Context: an optimization exercise on an open-source flow, tuned for small area and a short achievable clock period. The choices shown serve that exercise and are no tape-out recipe.
At most, simulation tests tie the RTL to the original design; equivalence was not proved.
Power figures rest on the tool's default switching activity, not on a simulated workload.

## lane_symbol_path
module lane_symbol_path (
    input  wire        clk,
    input  wire        rst,            
    input  wire        rx_valid,       
    input  wire [19:0] rx_bits,
    input  wire        cdr_lock,       
    input  wire        comma_align,    
    input  wire        bitslip,        
    input  wire        decode_check,   
    output reg         tx_valid,       
    output reg  [19:0] tx_bits,        
    output reg  [1:0]  code_err,       
    output reg  [1:0]  disp_err,       
    output reg         sym_lock,       
    output reg  [3:0]  word_phase      
);
For scale: about 780 cells after synthesis, roughly 57 I/O pins, roughly 5300 um^2 of cells after synthesis.
clock: 34.0 ns
lec_check: 0
cap_margin: 20
core_margin: 2
core_utilization: 70
place_density: 0.75
slew_margin: 20
standard.sh (not shown) runs the stock make flow with config.mk's settings and CLKGATE_MAP_FILE= SYNTH_SCRIPT=/design/flow/synth_recipe.tcl, a recipe that flattens the netlist after the stock synthesis.
==> flow/flow/run.sh <==
#!/bin/bash
# Layout flow: the standard ORFS flow (standard.sh, all steps), with
#  - an area-oriented ABC mapping script for the synthesis's logic mapping
#    (abc_area_map.script; the registers are mapped as in the standard
#    synthesis, before ABC),
#  - plain buffers (buf_2) instead of delay buffers on the ports,
#  - a smaller clock tree: clkbuf_8 buffers, no dummy loads.
# The clock period and constraints are the standard flow's (constraint.sdc, config.mk).
# Each tool's output is in orfs/logs/; make's own output in orfs_flow.log.
set -euo pipefail
W=$(pwd)
rm -rf "$W/scripts_local"
cp -r "$FLOW_HOME/scripts" "$W/scripts_local"
cp "$W/flow/abc_area_map.script" "$W/scripts_local/abc_speed.script"
export SCRIPTS_DIR="$W/scripts_local"
export BUFFER_PORTS_ARGS="-buffer_cell sky130_fd_sc_hd__buf_2"
export CTS_ARGS="-sink_clustering_enable -repair_clock_nets -buf_list sky130_fd_sc_hd__clkbuf_8 -root_buf sky130_fd_sc_hd__clkbuf_8 -dont_use_dummy_load -sink_clustering_size 20 -sink_clustering_max_diameter 100"
bash standard.sh > "$W/orfs_flow.log" 2>&1
==> flow/flow/abc_area_map.script <==
strash
dc2
dch -f
amap
topo
buffer -c
dnsize -c
The starting point completed without violations.
Then changed:
==> flow/flow/run.sh (replaced) <==
#!/bin/bash
# Layout flow: the standard ORFS flow (standard.sh, all steps), with
#  - an area-oriented ABC mapping script for the synthesis's logic mapping
#    (the registers are mapped as in the standard synthesis, before ABC),
#  - plain buffers (buf_2) instead of delay buffers on the ports,
#  - an extra setup margin for the flow's repair_timing calls, so that the
#    repair works on the paths that set the achieved period.
# The clock period and constraints are the standard flow's (constraint.sdc, config.mk).
set -euo pipefail
W=$(pwd)
rm -rf "$W/scripts_local"
cp -r "$FLOW_HOME/scripts" "$W/scripts_local"
cp "$W/flow/abc_area_map.script" "$W/scripts_local/abc_speed.script"
export SCRIPTS_DIR="$W/scripts_local"
export BUFFER_PORTS_ARGS="-buffer_cell sky130_fd_sc_hd__buf_2"
if [[ -f "$W/flow/setup_margin" ]]; then
  export SETUP_SLACK_MARGIN=$(cat "$W/flow/setup_margin")
fi
bash standard.sh > "$W/orfs_flow.log" 2>&1
--- a/flow/config.mk
+++ b/flow/config.mk
@@ -9,4 +9,3 @@
 export CORE_MARGIN = 2
-export CORE_UTILIZATION = 70
-export PLACE_DENSITY = 0.75
+export CORE_UTILIZATION = 40
 export SLEW_MARGIN = 20
The new run ran to the end with no violations. Via count came out lower by 5.7%. Final area came out higher by 5.2%. Utilization came out lower by 32 points.

========
## the previous run
Another version of the RTL of lane_symbol_path (not shown whole).
Size: about 810 cells after synthesis, roughly 60 flip-flops, ~57 I/O pins.
export LEC_CHECK = 0
export CAP_MARGIN = 20
export CORE_MARGIN = 2
export CORE_UTILIZATION = 40
export SLEW_MARGIN = 20
create_clock -name core_clock -period 34.0 [get_ports {clk}]
==> flow/flow/run.sh <==
#!/bin/bash
# Layout flow: the standard ORFS flow (standard.sh, all steps), with
#  - an area-oriented ABC mapping script for the synthesis's logic mapping
#    (the registers are mapped as in the standard synthesis, before ABC),
#  - plain buffers (buf_2) instead of delay buffers on the ports,
#  - an extra setup margin for the flow's repair_timing calls, repairing
#    only the worst path each time (no TNS repair), so that the repair
#    works on the path that sets the achieved period.
# The clock period and constraints are the standard flow's (constraint.sdc, config.mk).
set -euo pipefail
W=$(pwd)
rm -rf "$W/scripts_local"
cp -r "$FLOW_HOME/scripts" "$W/scripts_local"
cp "$W/flow/abc_area_map.script" "$W/scripts_local/abc_speed.script"
export SCRIPTS_DIR="$W/scripts_local"
export BUFFER_PORTS_ARGS="-buffer_cell sky130_fd_sc_hd__buf_2"
export SETUP_SLACK_MARGIN=$(cat "$W/flow/setup_margin")
export TNS_END_PERCENT=0
bash standard.sh > "$W/orfs_flow.log" 2>&1
==> flow/flow/setup_margin <==
23
Scripts as last shown in full above: flow/flow/abc_area_map.script
The previous run reached the final stage; the timing, design-rule and antenna checks on its layout passed.
#### Input delta (the current run over the previous run)
--- a/flow/flow/run.sh
+++ b/flow/flow/run.sh
@@ -5,5 +5,4 @@
 #  - plain buffers (buf_2) instead of delay buffers on the ports,
-#  - an extra setup margin for the flow's repair_timing calls, repairing
-#    only the worst path each time (no TNS repair), so that the repair
-#    works on the path that sets the achieved period.
+#  - an extra setup margin for the flow's repair_timing calls, so that the
+#    repair works on the paths that set the achieved period.
 # The clock period and constraints are the standard flow's (constraint.sdc, config.mk).
@@ -16,4 +15,5 @@
 export BUFFER_PORTS_ARGS="-buffer_cell sky130_fd_sc_hd__buf_2"
-export SETUP_SLACK_MARGIN=$(cat "$W/flow/setup_margin")
-export TNS_END_PERCENT=0
+if [[ -f "$W/flow/setup_margin" ]]; then
+  export SETUP_SLACK_MARGIN=$(cat "$W/flow/setup_margin")
+fi
 bash standard.sh > "$W/orfs_flow.log" 2>&1
removed: flow/flow/setup_margin
Notes after the runs:
- Compared with the previous run, in the current run part of the total power dissipated in sequential elements went up by 4.4 points, sequential share of layout area rose by 4.1 points.
- The current run vs the previous run: inverter count down by a few percent
- Compared with the previous run, the current run shows total routed wirelength lower by 13%.
- Per the comparison of the current run with the previous run, area used by multi-input combinational logic fell by 20%, number of global-route vias before repair fell by 253.
- Total power after layout (lower): the current run
- In the current run, met3 usage in global routing is lower than in the previous run.
- Looking at cell area across the current run and the previous run, the one that comes out higher is the previous run.
Function was not checked in any run of this note: the RTL went through the layout flow alone.

[separate check: timing with driven ports]
The results above use ideal ports. As a check the final layouts listed here were re-extracted and re-timed, cells and wires unchanged.
Step 1: set_driving_cell puts a clkbuf_16 on clk and a buf_2 on each other input, an assumption about the parent block.
Step 2 adds t to the input delays and takes it off the output delays; t is the mean of the earliest and latest rising clock arrival at the registers after step 1. Input paths then give back, and output paths get back, about the clock's delay inside the block.
a / b / c = no drivers / after step 1 / after step 2; a / b = the first two.
| run | t, ns | setup WS [ns] | slew at the worst register clock pin (ns) |
|---|---|---|---|
| the first run of note 1 | 0.369 | 21.626 / 21.597 / 21.916 | 0.08 / 0.08 |
| the second run of note 1 | 0.370 | 21.651 / 21.611 / 21.708 | 0.06 / 0.06 |
| the previous run | 0.384 | 23.092 / 23.090 / 22.716 | 0.06 / 0.06 |
| the current run | 0.376 | 21.614 / 21.625 / 21.249 | 0.05 / 0.05 |
After both steps setup and hold are still met in every run listed. The setup slack of the previous run, which loses most, moves by -0.002 ns with the drivers and by -0.376 ns with both steps.
